Source: an optimization exercise on an open RTL-to-GDS flow (aim: small area). Production flows keep margins and buffers that such runs may drop.
Where RTL was checked, it was by simulation tests only, not by an equivalence proof against the original.

==> v9 <==
## hem_core
module hem_core (
    input              clk,
    input              rst,
    input              start,
    input      [11:0]  entry,
    input      [19:0]  state_ptr,
    input      [127:0] operands,
    output reg         busy,
    output     [11:0]  imem_addr,
    input      [31:0]  imem_rdata,
    output             dmem_en,
    output             dmem_we,
    output     [3:0]   dmem_be,
    output     [12:0]  dmem_addr,
    output     [31:0]  dmem_wdata,
    input      [31:0]  dmem_rdata,
    output             post_valid,
    output     [1:0]   post_dest,
    output     [31:0]  post_data,
    output reg         done,
    output reg [3:0]   done_cause,
    output     [11:0]  done_pc
);
    localparam [5:0] OP_NOP  = 6'h00, OP_LDI  = 6'h01, OP_MOV  = 6'h02,
                     OP_LD   = 6'h03, OP_ST   = 6'h04, OP_LDA  = 6'h05,
                     OP_STAH = 6'h06, OP_MVH  = 6'h07, OP_MVA  = 6'h08,
                     OP_CLR  = 6'h09, OP_LDP  = 6'h0A, OP_SETB = 6'h0B,
                     OP_SETL = 6'h0C, OP_ADDP = 6'h0D, OP_STAW = 6'h0E,
                     OP_MPY  = 6'h10, OP_MAC  = 6'h11, OP_MSU  = 6'h12,
                     OP_MACL = 6'h13, OP_ADDA = 6'h14, OP_ASL  = 6'h15,
                     OP_SATA = 6'h16, OP_ADD  = 6'h18, OP_SUB  = 6'h19,
                     OP_ADDI = 6'h1A, OP_AND  = 6'h1B, OP_OR   = 6'h1C,
                     OP_SHL  = 6'h1D, OP_CMP  = 6'h1E, OP_B    = 6'h20,
                     OP_CALL = 6'h21, OP_RET  = 6'h22, OP_REP  = 6'h23,
                     OP_RDO  = 6'h28, OP_POST = 6'h29, OP_END  = 6'h2A,
                     OP_MFS  = 6'h2B;
    localparam [3:0] C_END = 4'd0, C_ILLEGAL = 4'd1, C_SEQ = 4'd2,
                     C_MISALIGN = 4'd3, C_UNMAPPED = 4'd4, C_STACK = 4'd7,
                     C_CIRC = 4'd8;
    localparam [25:0] M_A    = 26'h2000000, M_DD  = 26'h1C00000,
                      M_DS   = 26'h0380000, M_DT  = 26'h0070000,
                      M_P    = 26'h000C000, M_AM  = 26'h0003000,
                      M_MM   = 26'h0000C00, M_FR  = 26'h0000200,
                      M_X    = 26'h0000100, M_OFF = 26'h0000FFF,
                      M_PA   = 26'h3000000, M_CND = 26'h3C00000,
                      M_I20  = 26'h00FFFFF, M_I16 = 26'h000FFFF,
  ...
Settings: LEC_CHECK=0, CAP_MARGIN=20, CORE_MARGIN=2, CORE_UTILIZATION=40, PLACE_DENSITY=0.6, SLEW_MARGIN=20; clock period 15.0 ns.
run.sh (not shown) runs the stock make flow with config.mk's settings and CLKGATE_MAP_FILE= SYNTH_SCRIPT=/design/flow/synth_recipe.tcl, a recipe that flattens the netlist after the stock synthesis.
==> inputs of v14, as changes to v9 <==
--- a/flow/design.v
+++ b/flow/design.v
@@ -172,55 +172,59 @@
     wire seq_bad   = (slot && (is_branch || i_rep || i_end))
                   || (after_rep && (is_branch || i_rep || i_end || i_post || i_rdo));
     wire [2:0]  rs_idx = i_addi ? fdd : fds;       
     wire [15:0] vds = dr[rs_idx];
     wire [15:0] vdt = dr[fdt];
-    wire [39:0] va  = acc[fa];
-    wire [39:0] vo  = acc[~fa];
+    wire [39:0] va  = acc[fa & ~i_adda];    
     wire [31:0] vok = orr[kj];
     wire        mulop  = i_mpy | i_mac | i_msu | i_macl;
     wire        m1_uns = fmm[0];
     wire        m2_uns = fmm[0] ^ fmm[1];
     wire [16:0] m1 = {~m1_uns & vds[15], vds};
     wire        frs = ffr | i_mva;
     wire [17:0] mA = frs ? {m1, 1'b0} : {m1[16], m1};
-    wire [16:0] mB = mulop ? {~m2_uns & vdt[15], vdt} : {1'b0, i_mva, 15'h0};
-    wire        selx = i_mac | i_msu | (i_macl & ~fx) | i_adda | i_mvh | i_stah;
+    wire [16:0] mB = mulop ? {~m2_uns & vdt[15], vdt}
+                    : i_shl ? {1'b0, 16'h1 << sh6[3:0]}    
+                    : {1'b0, i_mva, 15'h0};
+    wire        selx = i_mac | i_msu | (i_macl & ~fx) | i_adda;
     wire [40:0] mX = selx ? {va[39], va} : 41'h0;
-    wire [40:0] mZ = i_adda ? {vo[39], vo} : 41'h0;
+    wire [40:0] mZ = i_adda ? {acc[1][39], acc[1]} : 41'h0;
     wire [40:0] msum;
     hem_core_mac u_mac (
         .A(mA), .B(mB), .negp(i_msu), .X(mX), .Z(mZ),
-        .c15(i_mvh | i_stah), .S(msum));
+        .c15(1'b0), .S(msum));
     wire        mac_ovf = msum[40] ^ msum[39];
-    wire        shp = !msum[40] && (msum[39:31] != 9'h000);
-    wire        shn =  msum[40] && (msum[39:31] != 9'h1FF);
-    wire [15:0] sh_val = shp ? 16'h7FFF : shn ? 16'h8000 : msum[31:16];
+    wire [25:0] shr = {va[39], va[39:15]} + 26'd1;
+    wire        shp = !shr[25] && (shr[24:16] != 9'h000);
+    wire        shn =  shr[25] && (shr[24:16] != 9'h1FF);
+    wire [15:0] sh_val = shp ? 16'h7FFF : shn ? 16'h8000 : shr[16:1];
     wire        sh_sat = shp | shn;
     wire        swp = !va[39] && (va[38:31] != 8'h00);
     wire        swn =  va[39] && (va[38:31] != 8'hFF);
     wire [31:0] sw_val = swp ? 32'h7FFF_FFFF : swn ? 32'h8000_0000 : va[31:0];
     wire        sw_sat = swp | swn;
     wire [31:0] wbus = (i_post & ~fx) ? {{16{vds[15]}}, vds}
                      : i_rdo          ? vok
                      :                  sw_val;
-    wire [39:0] shin  = i_asl ? va : {vds, 24'h0};
-    wire [5:0]  shamt = i_asl ? sh6 : {sh6[4], sh6[4:0]};
-    wire [5:0]  rsh   = {shamt[5], ~shamt[4:0]};         
-    wire signed [70:0] shext = {shin, 31'h0};
+    wire        shl_r   = sh6[4];
+    wire        shl_sat = !shl_r && !((&msum[30:15]) || !(|msum[30:15]));
+    wire [15:0] shl_val = shl_r   ? msum[31:16]
+                        : shl_sat ? (vds[15] ? 16'h8000 : 16'h7FFF)
+                        :           msum[15:0];
+    wire [5:0]  rsh   = {sh6[5], ~sh6[4:0]};         
+    wire signed [70:0] shext = {va, 31'h0};
     wire [70:0] shout = shext >>> rsh;
     wire [39:0] shres = shout[39:0];
-    wire [38:8] shdiff = shin[38:8] ^ {31{shin[39]}};
-    reg         sh_ovf;
+    wire [38:8] shdiff = va[38:8] ^ {31{va[39]}};
+    reg         asl_ovf;
     integer     j;
     always @(*) begin
-        sh_ovf = 1'b0;
+        asl_ovf = 1'b0;
         for (j = 0; j < 31; j = j + 1)
-            if (shamt[4:0] > j && shdiff[38 - j]) sh_ovf = 1'b1;
-        sh_ovf = sh_ovf & ~shamt[5];
+            if (sh6[4:0] > j && shdiff[38 - j]) asl_ovf = 1'b1;
+        asl_ovf = asl_ovf & ~sh6[5];
     end
-    wire [15:0] shl_val = sh_ovf ? (vds[15] ? 16'h8000 : 16'h7FFF) : shres[39:24];
     wire        a_sub = i_sub | i_cmp;
     wire [15:0] ax = i_ldi ? 16'h0 : vds;
     wire [15:0] ay = (i_addi | i_ldi) ? imm16 : i_mov ? 16'h0 : vdt;
     wire [16:0] asum = {ax[15], ax} + ({ay[15], ay} ^ {17{a_sub}}) + {16'h0, a_sub};
     wire        a_sat = asum[16] ^ asum[15];
@@ -238,15 +242,15 @@
     wire nz_we = i_add | i_sub | i_addi | i_and | i_or | i_shl | i_cmp;
     wire s_w = (i_rdo & fx) | i_sata;
     wire [39:0] a_val = i_asl ? shres : s_w ? {{8{wbus[31]}}, wbus} : msum[39:0];
     wire a_we = mulop | i_mva | i_clr | i_adda | i_asl | s_w;
     wire sat_set = ((i_add | i_sub | i_addi) & a_sat)
-                 | (i_shl & sh_ovf)
+                 | (i_shl & shl_sat)
                  | ((i_mvh | i_stah) & sh_sat)
                  | ((i_staw | i_sata | (i_post & fx)) & sw_sat);
     wire ovf_set = ((i_mac | i_msu | (i_macl & ~fx) | i_adda) & mac_ovf)
-                 | (i_asl & sh_ovf);
+                 | (i_asl & asl_ovf);
     wire        pa_op = i_ldp | i_setb | i_setl | i_addp;
     wire [1:0]  pi    = pa_op ? fpa : fp;
     wire [19:0] pv    = pr[pi];
     wire [19:0] bv    = br[pi];
     wire [15:0] lv    = {lr[pi], 1'b0};
@@ -319,10 +323,18 @@
     assign post_data  = wbus;
     wire [11:0] fpc_inc = fpc + 12'd1;
     wire [2:0]  sp_m1   = sp - 3'd1;
     wire [15:0] wb_half = wb_hi ? dmem_rdata[31:16] : dmem_rdata[15:0];
     wire        ex      = iv;
+    wire [7:0]  dwb_sel = (wb_v && !wb_acc) ? (8'd1 << wb_idx) : 8'd0;
+    wire [1:0]  awb_sel = (wb_v &&  wb_acc) ? (2'd1 << wb_idx[0]) : 2'd0;
+    wire [15:0] dbus = busy ? d_val : 16'h0;
+    wire [39:0] abus = busy ? a_val : 40'h0;
+    wire        p_we = i_ldp || i_addp || (is_mem && (fam == 2'd1 || fam == 2'd2));
+    wire [19:0] pbus = !busy ? 20'h0 : i_ldp ? imm20 : pwrap;
+    wire [19:0] bbus = busy ? imm20 : 20'h0;
+    wire [15:1] lbus = busy ? imm16[15:1] : 15'h0;
     integer i;
     always @(posedge clk) begin
         if (rst) begin
             busy <= 1'b0;
             iv   <= 1'b0;
@@ -383,42 +395,25 @@
                     if (sat_set) st[2] <= 1'b1;
                     if (ovf_set) st[3] <= 1'b1;
                 end
             end
         end
-        for (i = 0; i < 8; i = i + 1) begin
-            if (!busy)
-                dr[i] <= 16'h0;
-            else if (wb_v && !wb_acc && wb_idx == i)
-                dr[i] <= wb_half;
-            else if (ex && d_we && fdd == i)
-                dr[i] <= d_val;
-        end
-        for (i = 0; i < 2; i = i + 1) begin
-            if (!busy)
-                acc[i] <= 40'h0;
-            else if (wb_v && wb_acc && wb_idx[0] == i)
-                acc[i] <= {{8{dmem_rdata[31]}}, dmem_rdata};
-            else if (ex && a_we && fa == i)
-                acc[i] <= a_val;
-        end
+        for (i = 0; i < 8; i = i + 1)
+            if (!busy || dwb_sel[i] || (ex && d_we && fdd == i))
+                dr[i] <= dwb_sel[i] ? wb_half : dbus;
+        for (i = 0; i < 2; i = i + 1)
+            if (!busy || awb_sel[i] || (ex && a_we && fa == i))
+                acc[i] <= awb_sel[i] ? {{8{dmem_rdata[31]}}, dmem_rdata} : abus;
         for (i = 0; i < 4; i = i + 1) begin
-            if (!busy) begin
-                pr[i]  <= (i == 0) ? state_ptr : 20'h0;
-                br[i]  <= 20'h0;
-                lr[i]  <= 15'h0;
+            if (!busy || (ex && p_we && pi == i))
+                pr[i] <= (i == 0 && !busy) ? state_ptr : pbus;
+            if (!busy || (ex && i_setb && pi == i))
+                br[i] <= bbus;
+            if (!busy || (ex && i_setl && pi == i))
+                lr[i] <= lbus;
+            if (!busy)
                 orr[i] <= operands[32*i +: 32];
-            end else if (ex && pi == i) begin
-                if (i_ldp)
-                    pr[i] <= imm20;
-                else if (i_addp || (is_mem && (fam == 2'd1 || fam == 2'd2)))
-                    pr[i] <= pwrap;
-                if (i_setb)
-                    br[i] <= imm20;
-                if (i_setl)
-                    lr[i] <= imm16[15:1];
-            end
         end
         if (go && is_load) begin
             wb_acc <= i_lda;
             wb_idx <= i_lda ? {2'b00, fa} : fdd;
             wb_hi  <= maddr[1];
Settings changed: CTS_BUF_LIST from default to sky130_fd_sc_hd__clkbuf_4, CTS_CLUSTER_SIZE from default to 20.
==> inputs of v37, as changes to v9 <==
--- a/flow/design.v
+++ b/flow/design.v
@@ -172,55 +172,59 @@
     wire seq_bad   = (slot && (is_branch || i_rep || i_end))
                   || (after_rep && (is_branch || i_rep || i_end || i_post || i_rdo));
     wire [2:0]  rs_idx = i_addi ? fdd : fds;       
     wire [15:0] vds = dr[rs_idx];
     wire [15:0] vdt = dr[fdt];
-    wire [39:0] va  = acc[fa];
-    wire [39:0] vo  = acc[~fa];
+    wire [39:0] va  = acc[fa & ~i_adda];    
     wire [31:0] vok = orr[kj];
     wire        mulop  = i_mpy | i_mac | i_msu | i_macl;
     wire        m1_uns = fmm[0];
     wire        m2_uns = fmm[0] ^ fmm[1];
     wire [16:0] m1 = {~m1_uns & vds[15], vds};
     wire        frs = ffr | i_mva;
     wire [17:0] mA = frs ? {m1, 1'b0} : {m1[16], m1};
-    wire [16:0] mB = mulop ? {~m2_uns & vdt[15], vdt} : {1'b0, i_mva, 15'h0};
-    wire        selx = i_mac | i_msu | (i_macl & ~fx) | i_adda | i_mvh | i_stah;
+    wire [16:0] mB = mulop ? {~m2_uns & vdt[15], vdt}
+                    : i_shl ? {1'b0, 16'h1 << sh6[3:0]}    
+                    : {1'b0, i_mva, 15'h0};
+    wire        selx = i_mac | i_msu | (i_macl & ~fx) | i_adda;
     wire [40:0] mX = selx ? {va[39], va} : 41'h0;
-    wire [40:0] mZ = i_adda ? {vo[39], vo} : 41'h0;
+    wire [40:0] mZ = i_adda ? {acc[1][39], acc[1]} : 41'h0;
     wire [40:0] msum;
     hem_core_mac u_mac (
         .A(mA), .B(mB), .negp(i_msu), .X(mX), .Z(mZ),
-        .c15(i_mvh | i_stah), .S(msum));
+        .c15(1'b0), .S(msum));
     wire        mac_ovf = msum[40] ^ msum[39];
-    wire        shp = !msum[40] && (msum[39:31] != 9'h000);
-    wire        shn =  msum[40] && (msum[39:31] != 9'h1FF);
-    wire [15:0] sh_val = shp ? 16'h7FFF : shn ? 16'h8000 : msum[31:16];
+    wire [25:0] shr = {va[39], va[39:15]} + 26'd1;
+    wire        shp = !shr[25] && (shr[24:16] != 9'h000);
+    wire        shn =  shr[25] && (shr[24:16] != 9'h1FF);
+    wire [15:0] sh_val = shp ? 16'h7FFF : shn ? 16'h8000 : shr[16:1];
     wire        sh_sat = shp | shn;
     wire        swp = !va[39] && (va[38:31] != 8'h00);
     wire        swn =  va[39] && (va[38:31] != 8'hFF);
     wire [31:0] sw_val = swp ? 32'h7FFF_FFFF : swn ? 32'h8000_0000 : va[31:0];
     wire        sw_sat = swp | swn;
     wire [31:0] wbus = (i_post & ~fx) ? {{16{vds[15]}}, vds}
                      : i_rdo          ? vok
                      :                  sw_val;
-    wire [39:0] shin  = i_asl ? va : {vds, 24'h0};
-    wire [5:0]  shamt = i_asl ? sh6 : {sh6[4], sh6[4:0]};
-    wire [5:0]  rsh   = {shamt[5], ~shamt[4:0]};         
-    wire signed [70:0] shext = {shin, 31'h0};
+    wire        shl_r   = sh6[4];
+    wire        shl_sat = !shl_r && !((&msum[30:15]) || !(|msum[30:15]));
+    wire [15:0] shl_val = shl_r   ? msum[31:16]
+                        : shl_sat ? (vds[15] ? 16'h8000 : 16'h7FFF)
+                        :           msum[15:0];
+    wire [5:0]  rsh   = {sh6[5], ~sh6[4:0]};         
+    wire signed [70:0] shext = {va, 31'h0};
     wire [70:0] shout = shext >>> rsh;
     wire [39:0] shres = shout[39:0];
-    wire [38:8] shdiff = shin[38:8] ^ {31{shin[39]}};
-    reg         sh_ovf;
+    wire [38:8] shdiff = va[38:8] ^ {31{va[39]}};
+    reg         asl_ovf;
     integer     j;
     always @(*) begin
-        sh_ovf = 1'b0;
+        asl_ovf = 1'b0;
         for (j = 0; j < 31; j = j + 1)
-            if (shamt[4:0] > j && shdiff[38 - j]) sh_ovf = 1'b1;
-        sh_ovf = sh_ovf & ~shamt[5];
+            if (sh6[4:0] > j && shdiff[38 - j]) asl_ovf = 1'b1;
+        asl_ovf = asl_ovf & ~sh6[5];
     end
-    wire [15:0] shl_val = sh_ovf ? (vds[15] ? 16'h8000 : 16'h7FFF) : shres[39:24];
     wire        a_sub = i_sub | i_cmp;
     wire [15:0] ax = i_ldi ? 16'h0 : vds;
     wire [15:0] ay = (i_addi | i_ldi) ? imm16 : i_mov ? 16'h0 : vdt;
     wire [16:0] asum = {ax[15], ax} + ({ay[15], ay} ^ {17{a_sub}}) + {16'h0, a_sub};
     wire        a_sat = asum[16] ^ asum[15];
@@ -238,15 +242,15 @@
     wire nz_we = i_add | i_sub | i_addi | i_and | i_or | i_shl | i_cmp;
     wire s_w = (i_rdo & fx) | i_sata;
     wire [39:0] a_val = i_asl ? shres : s_w ? {{8{wbus[31]}}, wbus} : msum[39:0];
     wire a_we = mulop | i_mva | i_clr | i_adda | i_asl | s_w;
     wire sat_set = ((i_add | i_sub | i_addi) & a_sat)
-                 | (i_shl & sh_ovf)
+                 | (i_shl & shl_sat)
                  | ((i_mvh | i_stah) & sh_sat)
                  | ((i_staw | i_sata | (i_post & fx)) & sw_sat);
     wire ovf_set = ((i_mac | i_msu | (i_macl & ~fx) | i_adda) & mac_ovf)
-                 | (i_asl & sh_ovf);
+                 | (i_asl & asl_ovf);
     wire        pa_op = i_ldp | i_setb | i_setl | i_addp;
     wire [1:0]  pi    = pa_op ? fpa : fp;
     wire [19:0] pv    = pr[pi];
     wire [19:0] bv    = br[pi];
     wire [15:0] lv    = {lr[pi], 1'b0};
@@ -319,10 +323,18 @@
     assign post_data  = wbus;
     wire [11:0] fpc_inc = fpc + 12'd1;
     wire [2:0]  sp_m1   = sp - 3'd1;
     wire [15:0] wb_half = wb_hi ? dmem_rdata[31:16] : dmem_rdata[15:0];
     wire        ex      = iv;
+    wire [7:0]  dwb_sel = (wb_v && !wb_acc) ? (8'd1 << wb_idx) : 8'd0;
+    wire [1:0]  awb_sel = (wb_v &&  wb_acc) ? (2'd1 << wb_idx[0]) : 2'd0;
+    wire [15:0] dbus = busy ? d_val : 16'h0;
+    wire [39:0] abus = busy ? a_val : 40'h0;
+    wire        p_we = i_ldp || i_addp || (is_mem && (fam == 2'd1 || fam == 2'd2));
+    wire [19:0] pbus = !busy ? 20'h0 : i_ldp ? imm20 : pwrap;
+    wire [19:0] bbus = busy ? imm20 : 20'h0;
+    wire [15:1] lbus = busy ? imm16[15:1] : 15'h0;
     integer i;
     always @(posedge clk) begin
         if (rst) begin
             busy <= 1'b0;
             iv   <= 1'b0;
@@ -383,42 +395,25 @@
                     if (sat_set) st[2] <= 1'b1;
                     if (ovf_set) st[3] <= 1'b1;
                 end
             end
         end
-        for (i = 0; i < 8; i = i + 1) begin
-            if (!busy)
-                dr[i] <= 16'h0;
-            else if (wb_v && !wb_acc && wb_idx == i)
-                dr[i] <= wb_half;
-            else if (ex && d_we && fdd == i)
-                dr[i] <= d_val;
-        end
-        for (i = 0; i < 2; i = i + 1) begin
-            if (!busy)
-                acc[i] <= 40'h0;
-            else if (wb_v && wb_acc && wb_idx[0] == i)
-                acc[i] <= {{8{dmem_rdata[31]}}, dmem_rdata};
-            else if (ex && a_we && fa == i)
-                acc[i] <= a_val;
-        end
+        for (i = 0; i < 8; i = i + 1)
+            if (!busy || dwb_sel[i] || (ex && d_we && fdd == i))
+                dr[i] <= dwb_sel[i] ? wb_half : dbus;
+        for (i = 0; i < 2; i = i + 1)
+            if (!busy || awb_sel[i] || (ex && a_we && fa == i))
+                acc[i] <= awb_sel[i] ? {{8{dmem_rdata[31]}}, dmem_rdata} : abus;
         for (i = 0; i < 4; i = i + 1) begin
-            if (!busy) begin
-                pr[i]  <= (i == 0) ? state_ptr : 20'h0;
-                br[i]  <= 20'h0;
-                lr[i]  <= 15'h0;
+            if (!busy || (ex && p_we && pi == i))
+                pr[i] <= (i == 0 && !busy) ? state_ptr : pbus;
+            if (!busy || (ex && i_setb && pi == i))
+                br[i] <= bbus;
+            if (!busy || (ex && i_setl && pi == i))
+                lr[i] <= lbus;
+            if (!busy)
                 orr[i] <= operands[32*i +: 32];
-            end else if (ex && pi == i) begin
-                if (i_ldp)
-                    pr[i] <= imm20;
-                else if (i_addp || (is_mem && (fam == 2'd1 || fam == 2'd2)))
-                    pr[i] <= pwrap;
-                if (i_setb)
-                    br[i] <= imm20;
-                if (i_setl)
-                    lr[i] <= imm16[15:1];
-            end
         end
         if (go && is_load) begin
             wb_acc <= i_lda;
             wb_idx <= i_lda ? {2'b00, fa} : fdd;
             wb_hi  <= maddr[1];
==> impl_metrics.env <==
export IMPL_status="finished with violations"
export IMPL_violatedChecks="negative setup slack"
export IMPL_worst_slack_ns=-0.1374
export IMPL_die_y_um=379.9
export IMPL_setup_violations=10
export IMPL_rr_worst_depth=53
export IMPL_cts_resized=237
export IMPL_rsz0062_at_grt="yes"
export IMPL_p_comb_mw=3.11
export IMPL_final_util_pct=50.94
-- figures above: v9

==> impl_metrics.env <==
export IMPL_n_all_buffers=654
export IMPL_rr_worst_depth=52
export IMPL_setup_violations=0
export IMPL_status="complete, no violations"
export IMPL_rsz0062_at_grt="no"
export IMPL_synth_nets=6458
export IMPL_worst_slack_ns=1.125
export IMPL_p_comb_mw=5.69
export IMPL_cts_resized=0
-- figures above: v14

==> impl_metrics.env <==
export IMPL_status="complete, no violations"
export IMPL_final_util_pct=47.14
export IMPL_worst_slack_ns=0.8686
export IMPL_p_comb_mw=5.69
export IMPL_clock_sinks=658
export IMPL_worst_skew_pair_late_latency_ns=0.70
export IMPL_cts_buffer_depth=3
export IMPL_rr_worst_depth=52
export IMPL_setup_violations=0
-- figures above: v37

Only the layout flow was run in v9; the RTL was not checked for function there.

static timing again, ports no longer ideal:
How much do the figures lean on ideal ports? The routed layouts below were timed once more, with nothing changed but the port constraints.
Step 1 (the two cells are an assumption about what drives the block):
set clk [get_ports {clk}]
set_driving_cell -lib_cell sky130_fd_sc_hd__clkbuf_16 $clk
set_driving_cell -lib_cell sky130_fd_sc_hd__buf_2 [delete_from_list [all_inputs] $clk]
Step 2, shift: input delay + t, output delay - t, t = (earliest + latest rising clock arrival at the registers) / 2. This alone moves slack from input paths to output paths.
Slacks: ideal / step 1 / step 2; pairs: ideal / step 1.
run | shift t [ns] | setup slack, ns | latest minus earliest clock arrival (ns) | worst register clock-pin slew, ns
v9 | 0.791 | -0.137 / -0.164 / -0.164 | 0.075 / 0.075 | 0.07 / 0.07
v14 | 1.261 | 1.125 / 1.166 / -0.095 | 0.075 / 0.075 | 0.08 / 0.08
v37 | 0.759 | 0.869 / 0.916 / 0.157 | 0.038 / 0.038 | 0.07 / 0.07
With both steps, setup timing fails in v14, where it was met with ideal ports. The setup slack of v14, which loses most, moves by +0.041 ns with the drivers and by -1.220 ns with both steps.
